This design comes from an exercise in tuning for small area, a short achievable clock period and few clock cycles per item on the open sky130 flow, not from production work.
Function was checked by simulation only, so behaviour that the tests miss may differ from the original.

==> design.v <==
module aes_sbox (
    input  wire [7:0] a,
    output reg  [7:0] y
);
    always @(*) begin
        case (a)
            8'h00: y = 8'h63;
            8'h01: y = 8'h7c;
            8'h02: y = 8'h77;
            8'h03: y = 8'h7b;
            8'h04: y = 8'hf2;
            8'h05: y = 8'h6b;
            8'h06: y = 8'h6f;
            8'h07: y = 8'hc5;
            8'h08: y = 8'h30;
            8'h09: y = 8'h01;
            8'h0a: y = 8'h67;
            8'h0b: y = 8'h2b;
            8'h0c: y = 8'hfe;
            8'h0d: y = 8'hd7;
            8'h0e: y = 8'hab;
            8'h0f: y = 8'h76;
            8'h10: y = 8'hca;
            8'h11: y = 8'h82;
            8'h12: y = 8'hc9;
            8'h13: y = 8'h7d;
            8'h14: y = 8'hfa;
            8'h15: y = 8'h59;
            8'h16: y = 8'h47;
            8'h17: y = 8'hf0;
            8'h18: y = 8'had;
            8'h19: y = 8'hd4;
            8'h1a: y = 8'ha2;
            8'h1b: y = 8'haf;
            8'h1c: y = 8'h9c;
            8'h1d: y = 8'ha4;
            8'h1e: y = 8'h72;
            8'h1f: y = 8'hc0;
            8'h20: y = 8'hb7;
            8'h21: y = 8'hfd;
            8'h22: y = 8'h93;
            8'h23: y = 8'h26;
            8'h24: y = 8'h36;
            8'h25: y = 8'h3f;
            8'h26: y = 8'hf7;
            8'h27: y = 8'hcc;
            8'h28: y = 8'h34;
            8'h29: y = 8'ha5;
            8'h2a: y = 8'he5;
            8'h2b: y = 8'hf1;
            8'h2c: y = 8'h71;
            8'h2d: y = 8'hd8;
            8'h2e: y = 8'h31;
            8'h2f: y = 8'h15;
            8'h30: y = 8'h04;
            8'h31: y = 8'hc7;
            8'h32: y = 8'h23;
            8'h33: y = 8'hc3;
            8'h34: y = 8'h18;
            8'h35: y = 8'h96;
            8'h36: y = 8'h05;
            8'h37: y = 8'h9a;
            8'h38: y = 8'h07;
            8'h39: y = 8'h12;
            8'h3a: y = 8'h80;
            8'h3b: y = 8'he2;
            8'h3c: y = 8'heb;
            8'h3d: y = 8'h27;
            8'h3e: y = 8'hb2;
            8'h3f: y = 8'h75;
            8'h40: y = 8'h09;
            8'h41: y = 8'h83;
            8'h42: y = 8'h2c;
            8'h43: y = 8'h1a;
            8'h44: y = 8'h1b;
            8'h45: y = 8'h6e;
            8'h46: y = 8'h5a;
            8'h47: y = 8'ha0;
            8'h48: y = 8'h52;
            8'h49: y = 8'h3b;
            8'h4a: y = 8'hd6;
            8'h4b: y = 8'hb3;
            8'h4c: y = 8'h29;
            8'h4d: y = 8'he3;
            8'h4e: y = 8'h2f;
            8'h4f: y = 8'h84;
            8'h50: y = 8'h53;
            8'h51: y = 8'hd1;
            8'h52: y = 8'h00;
            8'h53: y = 8'hed;
            8'h54: y = 8'h20;
            8'h55: y = 8'hfc;
            8'h56: y = 8'hb1;
            8'h57: y = 8'h5b;
            8'h58: y = 8'h6a;
            8'h59: y = 8'hcb;
            8'h5a: y = 8'hbe;
            8'h5b: y = 8'h39;
            8'h5c: y = 8'h4a;
            8'h5d: y = 8'h4c;
            8'h5e: y = 8'h58;
            8'h5f: y = 8'hcf;
            8'h60: y = 8'hd0;
            8'h61: y = 8'hef;
            8'h62: y = 8'haa;
            8'h63: y = 8'hfb;
            8'h64: y = 8'h43;
            8'h65: y = 8'h4d;
            8'h66: y = 8'h33;
            8'h67: y = 8'h85;
            8'h68: y = 8'h45;
            8'h69: y = 8'hf9;
            8'h6a: y = 8'h02;
            8'h6b: y = 8'h7f;
            8'h6c: y = 8'h50;
            8'h6d: y = 8'h3c;
            8'h6e: y = 8'h9f;
            8'h6f: y = 8'ha8;
            8'h70: y = 8'h51;
            8'h71: y = 8'ha3;
            8'h72: y = 8'h40;
            8'h73: y = 8'h8f;
            8'h74: y = 8'h92;
            8'h75: y = 8'h9d;
            8'h76: y = 8'h38;
            8'h77: y = 8'hf5;
            8'h78: y = 8'hbc;
            8'h79: y = 8'hb6;
            8'h7a: y = 8'hda;
            8'h7b: y = 8'h21;
            8'h7c: y = 8'h10;
            8'h7d: y = 8'hff;
            8'h7e: y = 8'hf3;
            8'h7f: y = 8'hd2;
            8'h80: y = 8'hcd;
            8'h81: y = 8'h0c;
            8'h82: y = 8'h13;
            8'h83: y = 8'hec;
            8'h84: y = 8'h5f;
            8'h85: y = 8'h97;
            8'h86: y = 8'h44;
            8'h87: y = 8'h17;
            8'h88: y = 8'hc4;
            8'h89: y = 8'ha7;
            8'h8a: y = 8'h7e;
            8'h8b: y = 8'h3d;
            8'h8c: y = 8'h64;
            8'h8d: y = 8'h5d;
            8'h8e: y = 8'h19;
            8'h8f: y = 8'h73;
            8'h90: y = 8'h60;
            8'h91: y = 8'h81;
            8'h92: y = 8'h4f;
            8'h93: y = 8'hdc;
            8'h94: y = 8'h22;
            8'h95: y = 8'h2a;
            8'h96: y = 8'h90;
            8'h97: y = 8'h88;
            8'h98: y = 8'h46;
            8'h99: y = 8'hee;
            8'h9a: y = 8'hb8;
            8'h9b: y = 8'h14;
            8'h9c: y = 8'hde;
            8'h9d: y = 8'h5e;
            8'h9e: y = 8'h0b;
            8'h9f: y = 8'hdb;
            8'ha0: y = 8'he0;
            8'ha1: y = 8'h32;
            8'ha2: y = 8'h3a;
            8'ha3: y = 8'h0a;
            8'ha4: y = 8'h49;
            8'ha5: y = 8'h06;
            8'ha6: y = 8'h24;
            8'ha7: y = 8'h5c;
            8'ha8: y = 8'hc2;
            8'ha9: y = 8'hd3;
            8'haa: y = 8'hac;
            8'hab: y = 8'h62;
            8'hac: y = 8'h91;
            8'had: y = 8'h95;
            8'hae: y = 8'he4;
            8'haf: y = 8'h79;
            8'hb0: y = 8'he7;
            8'hb1: y = 8'hc8;
            8'hb2: y = 8'h37;
            8'hb3: y = 8'h6d;
            8'hb4: y = 8'h8d;
            8'hb5: y = 8'hd5;
            8'hb6: y = 8'h4e;
            8'hb7: y = 8'ha9;
            8'hb8: y = 8'h6c;
            8'hb9: y = 8'h56;
            8'hba: y = 8'hf4;
            8'hbb: y = 8'hea;
            8'hbc: y = 8'h65;
            8'hbd: y = 8'h7a;
            8'hbe: y = 8'hae;
            8'hbf: y = 8'h08;
            8'hc0: y = 8'hba;
            8'hc1: y = 8'h78;
            8'hc2: y = 8'h25;
            8'hc3: y = 8'h2e;
            8'hc4: y = 8'h1c;
            8'hc5: y = 8'ha6;
            8'hc6: y = 8'hb4;
            8'hc7: y = 8'hc6;
            8'hc8: y = 8'he8;
            8'hc9: y = 8'hdd;
            8'hca: y = 8'h74;
            8'hcb: y = 8'h1f;
            8'hcc: y = 8'h4b;
            8'hcd: y = 8'hbd;
            8'hce: y = 8'h8b;
            8'hcf: y = 8'h8a;
            8'hd0: y = 8'h70;
            8'hd1: y = 8'h3e;
            8'hd2: y = 8'hb5;
            8'hd3: y = 8'h66;
            8'hd4: y = 8'h48;
            8'hd5: y = 8'h03;
            8'hd6: y = 8'hf6;
            8'hd7: y = 8'h0e;
            8'hd8: y = 8'h61;
            8'hd9: y = 8'h35;
            8'hda: y = 8'h57;
            8'hdb: y = 8'hb9;
            8'hdc: y = 8'h86;
            8'hdd: y = 8'hc1;
            8'hde: y = 8'h1d;
            8'hdf: y = 8'h9e;
            8'he0: y = 8'he1;
            8'he1: y = 8'hf8;
            8'he2: y = 8'h98;
            8'he3: y = 8'h11;
            8'he4: y = 8'h69;
            8'he5: y = 8'hd9;
            8'he6: y = 8'h8e;
            8'he7: y = 8'h94;
            8'he8: y = 8'h9b;
            8'he9: y = 8'h1e;
            8'hea: y = 8'h87;
            8'heb: y = 8'he9;
            8'hec: y = 8'hce;
            8'hed: y = 8'h55;
            8'hee: y = 8'h28;
            8'hef: y = 8'hdf;
            8'hf0: y = 8'h8c;
            8'hf1: y = 8'ha1;
            8'hf2: y = 8'h89;
            8'hf3: y = 8'h0d;
            8'hf4: y = 8'hbf;
            8'hf5: y = 8'he6;
            8'hf6: y = 8'h42;
            8'hf7: y = 8'h68;
            8'hf8: y = 8'h41;
            8'hf9: y = 8'h99;
            8'hfa: y = 8'h2d;
            8'hfb: y = 8'h0f;
            8'hfc: y = 8'hb0;
            8'hfd: y = 8'h54;
            8'hfe: y = 8'hbb;
            8'hff: y = 8'h16;
            default: y = 8'h00;
        endcase
    end
endmodule
module aes_inv_sbox (
    input  wire [7:0] a,
    output reg  [7:0] y
);
    always @(*) begin
        case (a)
            8'h00: y = 8'h52;
            8'h01: y = 8'h09;
            8'h02: y = 8'h6a;
            8'h03: y = 8'hd5;
            8'h04: y = 8'h30;
            8'h05: y = 8'h36;
            8'h06: y = 8'ha5;
            8'h07: y = 8'h38;
            8'h08: y = 8'hbf;
            8'h09: y = 8'h40;
            8'h0a: y = 8'ha3;
            8'h0b: y = 8'h9e;
            8'h0c: y = 8'h81;
            8'h0d: y = 8'hf3;
            8'h0e: y = 8'hd7;
            8'h0f: y = 8'hfb;
            8'h10: y = 8'h7c;
            8'h11: y = 8'he3;
            8'h12: y = 8'h39;
            8'h13: y = 8'h82;
            8'h14: y = 8'h9b;
            8'h15: y = 8'h2f;
            8'h16: y = 8'hff;
            8'h17: y = 8'h87;
            8'h18: y = 8'h34;
            8'h19: y = 8'h8e;
            8'h1a: y = 8'h43;
            8'h1b: y = 8'h44;
            8'h1c: y = 8'hc4;
            8'h1d: y = 8'hde;
            8'h1e: y = 8'he9;
            8'h1f: y = 8'hcb;
            8'h20: y = 8'h54;
            8'h21: y = 8'h7b;
            8'h22: y = 8'h94;
            8'h23: y = 8'h32;
            8'h24: y = 8'ha6;
            8'h25: y = 8'hc2;
            8'h26: y = 8'h23;
            8'h27: y = 8'h3d;
            8'h28: y = 8'hee;
            8'h29: y = 8'h4c;
            8'h2a: y = 8'h95;
            8'h2b: y = 8'h0b;
            8'h2c: y = 8'h42;
            8'h2d: y = 8'hfa;
            8'h2e: y = 8'hc3;
            8'h2f: y = 8'h4e;
            8'h30: y = 8'h08;
            8'h31: y = 8'h2e;
            8'h32: y = 8'ha1;
            8'h33: y = 8'h66;
            8'h34: y = 8'h28;
            8'h35: y = 8'hd9;
            8'h36: y = 8'h24;
            8'h37: y = 8'hb2;
            8'h38: y = 8'h76;
            8'h39: y = 8'h5b;
            8'h3a: y = 8'ha2;
            8'h3b: y = 8'h49;
            8'h3c: y = 8'h6d;
            8'h3d: y = 8'h8b;
            8'h3e: y = 8'hd1;
            8'h3f: y = 8'h25;
            8'h40: y = 8'h72;
            8'h41: y = 8'hf8;
            8'h42: y = 8'hf6;
            8'h43: y = 8'h64;
            8'h44: y = 8'h86;
            8'h45: y = 8'h68;
            8'h46: y = 8'h98;
            8'h47: y = 8'h16;
            8'h48: y = 8'hd4;
            8'h49: y = 8'ha4;
            8'h4a: y = 8'h5c;
            8'h4b: y = 8'hcc;
            8'h4c: y = 8'h5d;
            8'h4d: y = 8'h65;
            8'h4e: y = 8'hb6;
            8'h4f: y = 8'h92;
            8'h50: y = 8'h6c;
            8'h51: y = 8'h70;
            8'h52: y = 8'h48;
            8'h53: y = 8'h50;
            8'h54: y = 8'hfd;
            8'h55: y = 8'hed;
            8'h56: y = 8'hb9;
            8'h57: y = 8'hda;
            8'h58: y = 8'h5e;
            8'h59: y = 8'h15;
            8'h5a: y = 8'h46;
            8'h5b: y = 8'h57;
            8'h5c: y = 8'ha7;
            8'h5d: y = 8'h8d;
            8'h5e: y = 8'h9d;
            8'h5f: y = 8'h84;
            8'h60: y = 8'h90;
            8'h61: y = 8'hd8;
            8'h62: y = 8'hab;
            8'h63: y = 8'h00;
            8'h64: y = 8'h8c;
            8'h65: y = 8'hbc;
            8'h66: y = 8'hd3;
            8'h67: y = 8'h0a;
            8'h68: y = 8'hf7;
            8'h69: y = 8'he4;
            8'h6a: y = 8'h58;
            8'h6b: y = 8'h05;
            8'h6c: y = 8'hb8;
            8'h6d: y = 8'hb3;
            8'h6e: y = 8'h45;
            8'h6f: y = 8'h06;
            8'h70: y = 8'hd0;
            8'h71: y = 8'h2c;
            8'h72: y = 8'h1e;
            8'h73: y = 8'h8f;
            8'h74: y = 8'hca;
            8'h75: y = 8'h3f;
            8'h76: y = 8'h0f;
            8'h77: y = 8'h02;
            8'h78: y = 8'hc1;
            8'h79: y = 8'haf;
            8'h7a: y = 8'hbd;
            8'h7b: y = 8'h03;
            8'h7c: y = 8'h01;
            8'h7d: y = 8'h13;
            8'h7e: y = 8'h8a;
            8'h7f: y = 8'h6b;
            8'h80: y = 8'h3a;
            8'h81: y = 8'h91;
            8'h82: y = 8'h11;
            8'h83: y = 8'h41;
            8'h84: y = 8'h4f;
            8'h85: y = 8'h67;
            8'h86: y = 8'hdc;
            8'h87: y = 8'hea;
            8'h88: y = 8'h97;
            8'h89: y = 8'hf2;
            8'h8a: y = 8'hcf;
            8'h8b: y = 8'hce;
            8'h8c: y = 8'hf0;
            8'h8d: y = 8'hb4;
            8'h8e: y = 8'he6;
            8'h8f: y = 8'h73;
            8'h90: y = 8'h96;
            8'h91: y = 8'hac;
            8'h92: y = 8'h74;
            8'h93: y = 8'h22;
            8'h94: y = 8'he7;
            8'h95: y = 8'had;
            8'h96: y = 8'h35;
            8'h97: y = 8'h85;
            8'h98: y = 8'he2;
            8'h99: y = 8'hf9;
            8'h9a: y = 8'h37;
            8'h9b: y = 8'he8;
            8'h9c: y = 8'h1c;
            8'h9d: y = 8'h75;
            8'h9e: y = 8'hdf;
            8'h9f: y = 8'h6e;
            8'ha0: y = 8'h47;
            8'ha1: y = 8'hf1;
            8'ha2: y = 8'h1a;
            8'ha3: y = 8'h71;
            8'ha4: y = 8'h1d;
            8'ha5: y = 8'h29;
            8'ha6: y = 8'hc5;
            8'ha7: y = 8'h89;
            8'ha8: y = 8'h6f;
            8'ha9: y = 8'hb7;
            8'haa: y = 8'h62;
            8'hab: y = 8'h0e;
            8'hac: y = 8'haa;
            8'had: y = 8'h18;
            8'hae: y = 8'hbe;
            8'haf: y = 8'h1b;
            8'hb0: y = 8'hfc;
            8'hb1: y = 8'h56;
            8'hb2: y = 8'h3e;
            8'hb3: y = 8'h4b;
            8'hb4: y = 8'hc6;
            8'hb5: y = 8'hd2;
            8'hb6: y = 8'h79;
            8'hb7: y = 8'h20;
            8'hb8: y = 8'h9a;
            8'hb9: y = 8'hdb;
            8'hba: y = 8'hc0;
            8'hbb: y = 8'hfe;
            8'hbc: y = 8'h78;
            8'hbd: y = 8'hcd;
            8'hbe: y = 8'h5a;
            8'hbf: y = 8'hf4;
            8'hc0: y = 8'h1f;
            8'hc1: y = 8'hdd;
            8'hc2: y = 8'ha8;
            8'hc3: y = 8'h33;
            8'hc4: y = 8'h88;
            8'hc5: y = 8'h07;
            8'hc6: y = 8'hc7;
            8'hc7: y = 8'h31;
            8'hc8: y = 8'hb1;
            8'hc9: y = 8'h12;
            8'hca: y = 8'h10;
            8'hcb: y = 8'h59;
            8'hcc: y = 8'h27;
            8'hcd: y = 8'h80;
            8'hce: y = 8'hec;
            8'hcf: y = 8'h5f;
            8'hd0: y = 8'h60;
            8'hd1: y = 8'h51;
            8'hd2: y = 8'h7f;
            8'hd3: y = 8'ha9;
            8'hd4: y = 8'h19;
            8'hd5: y = 8'hb5;
            8'hd6: y = 8'h4a;
            8'hd7: y = 8'h0d;
            8'hd8: y = 8'h2d;
            8'hd9: y = 8'he5;
            8'hda: y = 8'h7a;
            8'hdb: y = 8'h9f;
            8'hdc: y = 8'h93;
            8'hdd: y = 8'hc9;
            8'hde: y = 8'h9c;
            8'hdf: y = 8'hef;
            8'he0: y = 8'ha0;
            8'he1: y = 8'he0;
            8'he2: y = 8'h3b;
            8'he3: y = 8'h4d;
            8'he4: y = 8'hae;
            8'he5: y = 8'h2a;
            8'he6: y = 8'hf5;
            8'he7: y = 8'hb0;
            8'he8: y = 8'hc8;
            8'he9: y = 8'heb;
            8'hea: y = 8'hbb;
            8'heb: y = 8'h3c;
            8'hec: y = 8'h83;
            8'hed: y = 8'h53;
            8'hee: y = 8'h99;
            8'hef: y = 8'h61;
            8'hf0: y = 8'h17;
            8'hf1: y = 8'h2b;
            8'hf2: y = 8'h04;
            8'hf3: y = 8'h7e;
            8'hf4: y = 8'hba;
            8'hf5: y = 8'h77;
            8'hf6: y = 8'hd6;
            8'hf7: y = 8'h26;
            8'hf8: y = 8'he1;
            8'hf9: y = 8'h69;
            8'hfa: y = 8'h14;
            8'hfb: y = 8'h63;
            8'hfc: y = 8'h55;
            8'hfd: y = 8'h21;
            8'hfe: y = 8'h0c;
            8'hff: y = 8'h7d;
            default: y = 8'h00;
        endcase
    end
endmodule
module aes128_engine (
    input  wire         clk,
    input  wire         rst,         
    input  wire         in_valid,
    output wire         in_ready,
    input  wire         in_decrypt,  
    input  wire [127:0] in_key,
    input  wire [127:0] in_block,
    output reg          out_valid,
    output wire [127:0] out_block
);
    localparam [1:0] S_IDLE = 2'd0,
                     S_ENC  = 2'd1,
                     S_KEXP = 2'd2,
                     S_DEC  = 2'd3;
    reg [1:0]   fsm;
    reg [3:0]   round;
    reg [127:0] state;
    reg [127:0] rk;
    assign in_ready  = (fsm == S_IDLE) && !out_valid;
    assign out_block = state;
    reg [7:0] rcon;
    always @(*) begin
        case (round)
            4'd1:    rcon = 8'h01;
            4'd2:    rcon = 8'h02;
            4'd3:    rcon = 8'h04;
            4'd4:    rcon = 8'h08;
            4'd5:    rcon = 8'h10;
            4'd6:    rcon = 8'h20;
            4'd7:    rcon = 8'h40;
            4'd8:    rcon = 8'h80;
            4'd9:    rcon = 8'h1b;
            4'd10:   rcon = 8'h36;
            default: rcon = 8'h00;
        endcase
    end
    wire [31:0] w0 = rk[127:96];
    wire [31:0] w1 = rk[95:64];
    wire [31:0] w2 = rk[63:32];
    wire [31:0] w3 = rk[31:0];
    wire        key_back = (fsm == S_DEC);
    wire [31:0] pw3      = w3 ^ w2;
    wire [31:0] sw_in    = key_back ? pw3 : w3;
    wire [31:0] sw_rot   = {sw_in[23:0], sw_in[31:24]};
    wire [31:0] sw_out;
    genvar i;
    generate
        for (i = 0; i < 4; i = i + 1) begin : g_ksbox
            aes_sbox u_sbox (.a(sw_rot[8*i +: 8]), .y(sw_out[8*i +: 8]));
        end
    endgenerate
    wire [31:0] t = sw_out ^ {rcon, 24'h000000};
    wire [31:0] nw0 = w0 ^ t;
    wire [31:0] nw1 = w1 ^ nw0;
    wire [31:0] nw2 = w2 ^ nw1;
    wire [31:0] nw3 = w3 ^ nw2;
    wire [127:0] rk_fwd = {nw0, nw1, nw2, nw3};
    wire [31:0] pw0 = w0 ^ t;
    wire [31:0] pw1 = w1 ^ w0;
    wire [31:0] pw2 = w2 ^ w1;
    wire [127:0] rk_bwd = {pw0, pw1, pw2, pw3};
    function [7:0] xt;   
        input [7:0] b;
        xt = {b[6:0], 1'b0} ^ (b[7] ? 8'h1b : 8'h00);
    endfunction
    function [31:0] mixcol;
        input [31:0] c;   
        reg [7:0] s0, s1, s2, s3;
        begin
            s0 = c[31:24]; s1 = c[23:16]; s2 = c[15:8]; s3 = c[7:0];
            mixcol[31:24] = xt(s0) ^ (xt(s1) ^ s1) ^ s2 ^ s3;
            mixcol[23:16] = s0 ^ xt(s1) ^ (xt(s2) ^ s2) ^ s3;
            mixcol[15:8]  = s0 ^ s1 ^ xt(s2) ^ (xt(s3) ^ s3);
            mixcol[7:0]   = (xt(s0) ^ s0) ^ s1 ^ s2 ^ xt(s3);
        end
    endfunction
    function [31:0] inv_mixcol;
        input [31:0] c;
        reg [7:0] s0, s1, s2, s3;
        reg [7:0] a0, a1, a2, a3, b0, b1, b2, b3, d0, d1, d2, d3;
        begin
            s0 = c[31:24]; s1 = c[23:16]; s2 = c[15:8]; s3 = c[7:0];
            a0 = xt(s0); a1 = xt(s1); a2 = xt(s2); a3 = xt(s3);   
            b0 = xt(a0); b1 = xt(a1); b2 = xt(a2); b3 = xt(a3);   
            d0 = xt(b0); d1 = xt(b1); d2 = xt(b2); d3 = xt(b3);   
            inv_mixcol[31:24] = (d0^b0^a0) ^ (d1^a1^s1) ^ (d2^b2^s2) ^ (d3^s3);
            inv_mixcol[23:16] = (d0^s0) ^ (d1^b1^a1) ^ (d2^a2^s2) ^ (d3^b3^s3);
            inv_mixcol[15:8]  = (d0^b0^s0) ^ (d1^s1) ^ (d2^b2^a2) ^ (d3^a3^s3);
            inv_mixcol[7:0]   = (d0^a0^s0) ^ (d1^b1^s1) ^ (d2^s2) ^ (d3^b3^a3);
        end
    endfunction
    wire [127:0] sb;      
    wire [127:0] isb;     
    wire [127:0] isr;     
    wire [127:0] sr;      
    generate
        for (i = 0; i < 16; i = i + 1) begin : g_sbox
            aes_sbox     u_sbox (.a(state[127-8*i -: 8]), .y(sb[127-8*i -: 8]));
            aes_inv_sbox u_isbx (.a(isr[127-8*i -: 8]),   .y(isb[127-8*i -: 8]));
        end
    endgenerate
    genvar r, c;
    generate
        for (c = 0; c < 4; c = c + 1) begin : g_col
            for (r = 0; r < 4; r = r + 1) begin : g_row
                assign sr[127-8*(4*c+r) -: 8]  = sb[127-8*(4*((c+r)%4)+r) -: 8];
                assign isr[127-8*(4*c+r) -: 8] = state[127-8*(4*((c+4-r)%4)+r) -: 8];
            end
        end
    endgenerate
    wire [127:0] mc;
    wire [127:0] dec_ark;
    wire [127:0] imc;
    assign dec_ark = isb ^ rk_bwd;
    generate
        for (c = 0; c < 4; c = c + 1) begin : g_mix
            assign mc[127-32*c -: 32]  = mixcol(sr[127-32*c -: 32]);
            assign imc[127-32*c -: 32] = inv_mixcol(dec_ark[127-32*c -: 32]);
        end
    endgenerate
    wire         last_round = (round == 4'd10);
    wire [127:0] enc_next   = (last_round ? sr : mc) ^ rk_fwd;
    wire [127:0] dec_next   = (round == 4'd1) ? dec_ark : imc;
    always @(posedge clk) begin
        if (rst) begin
            fsm       <= S_IDLE;
            round     <= 4'd0;
            out_valid <= 1'b0;
        end else begin
            out_valid <= 1'b0;
            case (fsm)
                S_IDLE: begin
                    if (in_valid && in_ready) begin
                        rk    <= in_key;
                        round <= 4'd1;
                        if (in_decrypt) begin
                            state <= in_block;
                            fsm   <= S_KEXP;
                        end else begin
                            state <= in_block ^ in_key;
                            fsm   <= S_ENC;
                        end
                    end
                end
                S_ENC: begin
                    state <= enc_next;
                    rk    <= rk_fwd;
                    if (last_round) begin
                        fsm       <= S_IDLE;
                        out_valid <= 1'b1;
                    end else begin
                        round <= round + 4'd1;
                    end
                end
                S_KEXP: begin
                    rk <= rk_fwd;
                    if (last_round) begin
                        state <= state ^ rk_fwd;
                        fsm   <= S_DEC;
                    end else begin
                        round <= round + 4'd1;
                    end
                end
                S_DEC: begin
                    state <= dec_next;
                    rk    <= rk_bwd;
                    if (round == 4'd1) begin
                        fsm       <= S_IDLE;
                        out_valid <= 1'b1;
                    end else begin
                        round <= round - 4'd1;
                    end
                end
                default: fsm <= S_IDLE;
            endcase
        end
    end
endmodule
==> run.sh <==
#!/bin/bash
# synth_recipe.tcl (not shown) runs the flow's synth.tcl, then flattens the netlist and writes it again
# the make line also repeats each setting of config.mk as NAME=value (left out here)
make -C /OpenROAD-flow-scripts/flow DESIGN_CONFIG=/design/flow/config.mk WORK_HOME=/design/flow/orfs CLKGATE_MAP_FILE= SYNTH_SCRIPT=/design/flow/synth_recipe.tcl finish
==> config.mk <==
export PLATFORM = sky130hd
export DESIGN_NAME = aes128_engine
export DESIGN_NICKNAME = aes128_engine
export VERILOG_FILES = /design/flow/design.v
export SDC_FILE = /design/flow/constraint.sdc
export NUM_CORES = 8
export LEC_CHECK = 0
export CAP_MARGIN = 30
export CORE_MARGIN = 2
export CORE_UTILIZATION = 20
export PLACE_DENSITY = 0.25
export SLEW_MARGIN = 20
==> constraint.sdc <==
create_clock -name core_clock -period 15.0 [get_ports {clk}]
set_input_delay 3.0000 -clock core_clock [delete_from_list [all_inputs] [get_ports {clk}]]
set_output_delay 3.0000 -clock core_clock [all_outputs]
set_load 0.01 [all_outputs]
==> run summary <==
==> cell type report <==
class | instances | area (um^2)
antenna | 74 | 185
clock buffer | 148 | 2960
clock inverter | 42 | 509
fill | 86200 | 581000
inverter | 212 | 841
multi-input combinational | 20200 | 129000
sequential | 527 | 13100
tap | 10100 | 12700
timing repair buffer | 1667 | 14400
==> sequential cells by signal, indices dropped and copies added, names as in the netlist <==
name             flops
g_sbox.u_isbx.y    128
g_sbox.u_sbox.y    128
rk                 128
state              128
rcon                 8
round                4
fsm                  2
out_valid            1
==> cells in the mapped netlist, types with 119 or more instances <==
library cell,count
nand2_1,2742
o21ai_0,2388
a21oi_1,2353
nor2_1,2091
clkbuf_1,1775
xnor2_1,1347
nand3_1,785
nor3_1,707
a211oi_1,579
a31oi_1,563
o211ai_1,510
xor2_1,457
ha_1,407
buf_2,383
o22ai_1,367
a311oi_1,360
o311ai_0,333
a221oi_1,308
o221ai_1,290
dfxtp_1,271
buf_1,259
edfxtp_1,256
nand2b_1,244
and2_1,236
o31ai_1,181
inv_1,177
a22oi_1,161
nor2b_1,161
mux2i_1,154
o2111ai_1,147
a32oi_1,132
o21a_1,126
xnor3_1,119
==> worst register-to-register path, delay by kind of cell (launching register included) <==
| kind | cells | cell delay, ps |
|---|---|---|
| flip-flops | 1 | 470 |
| XOR/XNOR | 4 | 2140 |
| AO/OA/AOI/OAI | 11 | 3460 |
| AND/OR/NAND/NOR | 6 | 2530 |
| adder cells (fa/ha/maj) | 3 | 1860 |
| buffers and inverters | 6 | 1940 |
==> layer usage <==
metal / global-route usage (%) / routed length (um) / vias up
met2: 57.7 / 655000 / 14300
met3: 7.30 / 132000 / 2792
met1: 49.2 / 629000 / 109000
met5: 0 / 338 / -
li1: - / - / 87300
met4: 19.5 / 99700 / 44
==> final timing paths <==
| check | from | to | cells after the start |
|---|---|---|---|
| worst max-delay path | fsm[1]$_SDFFE_PP0P_ | g_sbox[15].u_isbx.y[3]$_DFF_P_ | 30 |
| worst min-delay path | fsm[1]$_SDFFE_PP0P_ | fsm[1]$_SDFFE_PP0P_ | 2 |
| worst max register to register | fsm[1]$_SDFFE_PP0P_ | g_sbox[15].u_isbx.y[3]$_DFF_P_ | 30 |
| worst min register to register | fsm[1]$_SDFFE_PP0P_ | fsm[1]$_SDFFE_PP0P_ | 2 |
==> cell families after synthesis <==
group	Yosys count	synth area share, %
AO/OA/AOI/OAI	9936	43.0
XOR/XNOR	1977	12.9
adder cells (fa/ha/maj)	407	3.36
buffers and inverters	2741	7.48
flip-flops	527	8.65
multiplexers	249	2.00
AND/OR/NAND/NOR	7631	22.6
==> stage by stage <==
step / setup slack [ps] / std cells
3_3_place_gp: 2050 / 32600
2_1_floorplan: 413 / 23500
4_1_cts: 2880 / 32900
6_report: 2380 / 33000
5_1_grt: 2450 / 32900
3_5_place_dp: 2910 / 32700
==> out/metrics.cfg <==
[yosys]
synth_seq_cells=527
syn_inst=23500
synthArstFlopShare_pct=0
synth-edff-count=256
ys_types=130
synth.yosys.seq_area_share_pct=8.65
synth_nets=24100
ys.flop_type=dfxtp_1
synth_top_area_share_pct=7.89
synth_area_leaders=o21ai_0 7.9%, xnor2_1 7.8%, a21oi_1 7.8%
syn-cell-area_mm2=0.152
ys_warn_count=3
synth_top_cell_by_area=o21ai_0
postSynthAreaPerCell_um2=6.46

[timing]
fin_crit_sh_pct=84.1
final_max_slew_viol_count=0
worst_pin_slew_ps=1250
final-setup-viol-count=0
fin_crit_ps=12620
clock-skew-final_ps=76.6
whs_ps=571
slew_headroom_pct=16.9
tns_ps=0
fmax_mhz=79.3
grt_setup_unrepaired=no
hold_viol=0

[clock_network]
clock_latency_ps=960
cts_setup_buffers=0
clkTransAtPathRegs_ps=60
holdBufCountCts=0
cts.sinks=527
post_cts_resized=0
cts_tree=built
clock_path_buffers=4
cts_made_buffers=104
cts_htree_levels=3
root_buffer=clkbuf_16

[min_path]
hp-class=register to register

[setup_path]
crit_fanout=87
cp-end-kind=register
r2r_slack_ps=2380
critPathKind=register to register
path_delay_family=compound AO/OA/AOI/OAI gates
required_ps=15750
critPathSlowestCell=ha_1
crit_arrival_ps=13370
start_kind=register
path_buf_inv=6
max_stage_delay_ps=870

[grt]
track_usage_pct=37.4
antenna_found_initial=120
grt_overflow=0
grt_max_degree=137
grt_pass1_vias=199000
grt_pass1_wl_um=1990000

[placed_design]
place_hpwl_um=1150000
gp_congestion=1.02
dpl-instance-area_mm2=0.170
io_buffers=389

[route]
drt-wirelength-per-cell_um=46.0
via_per_inst=6.47
antenna_left=0
drc_errors=0
drt_pass1_iterations=8
drtIter0Drc=33400
num_vias=213000
wl_um=1520000

[run_status]
status=complete, no violations

[floorplanning]
coreArea_mm2=0.755
rows=319
die_y_um=875
dieWidth_um=875
pin_count=390
initial_core_util_pct=20.1
die-area_mm2=0.765

[final_layout]
fin_nets=23400
drive_above_1_share_pct=8.90
final_area_mm2=0.174
final_common_cell=nand2_1
fin_util_pct=23.0
area.growth.synth_to_final_pct=14.7
final_cell_mix=2,726 x nand2_1, 2,366 x o21ai_0, 2,341 x a21oi_1

[job]
drv_cap=0

Testbench counts, summed over its fixed seeds: cycles 17,610, items 1,280.

[afterwards: timing with drivers on the ports]
Ports are ideal in the flow. The routed layout listed here was re-timed in OpenROAD. Step 1 assumes that a clkbuf_16 drives the clock port and a buf_2 every other input. Step 2 moves the port delays by t, midway between the first and last clock arrival at a register: inputs arrive t later, outputs are due t later. That takes back most of the time a late clock gives input paths. Slacks: ideal ports / drivers / drivers and shift; pairs: ideal ports / drivers.
shift t [ns]: 1.059
slack for setup (ns): 2.382 / 2.382 / 2.382
worst hold slack (ns): 0.571 / 0.571 / 0.571
slew at the worst register clock pin (ns): 0.09 / 0.09
cell pins on the clock port's net: 1
After both steps this run still meets setup and hold. The setup slack of this run moves by 0.000 ns with the drivers and by 0.000 ns with both steps.
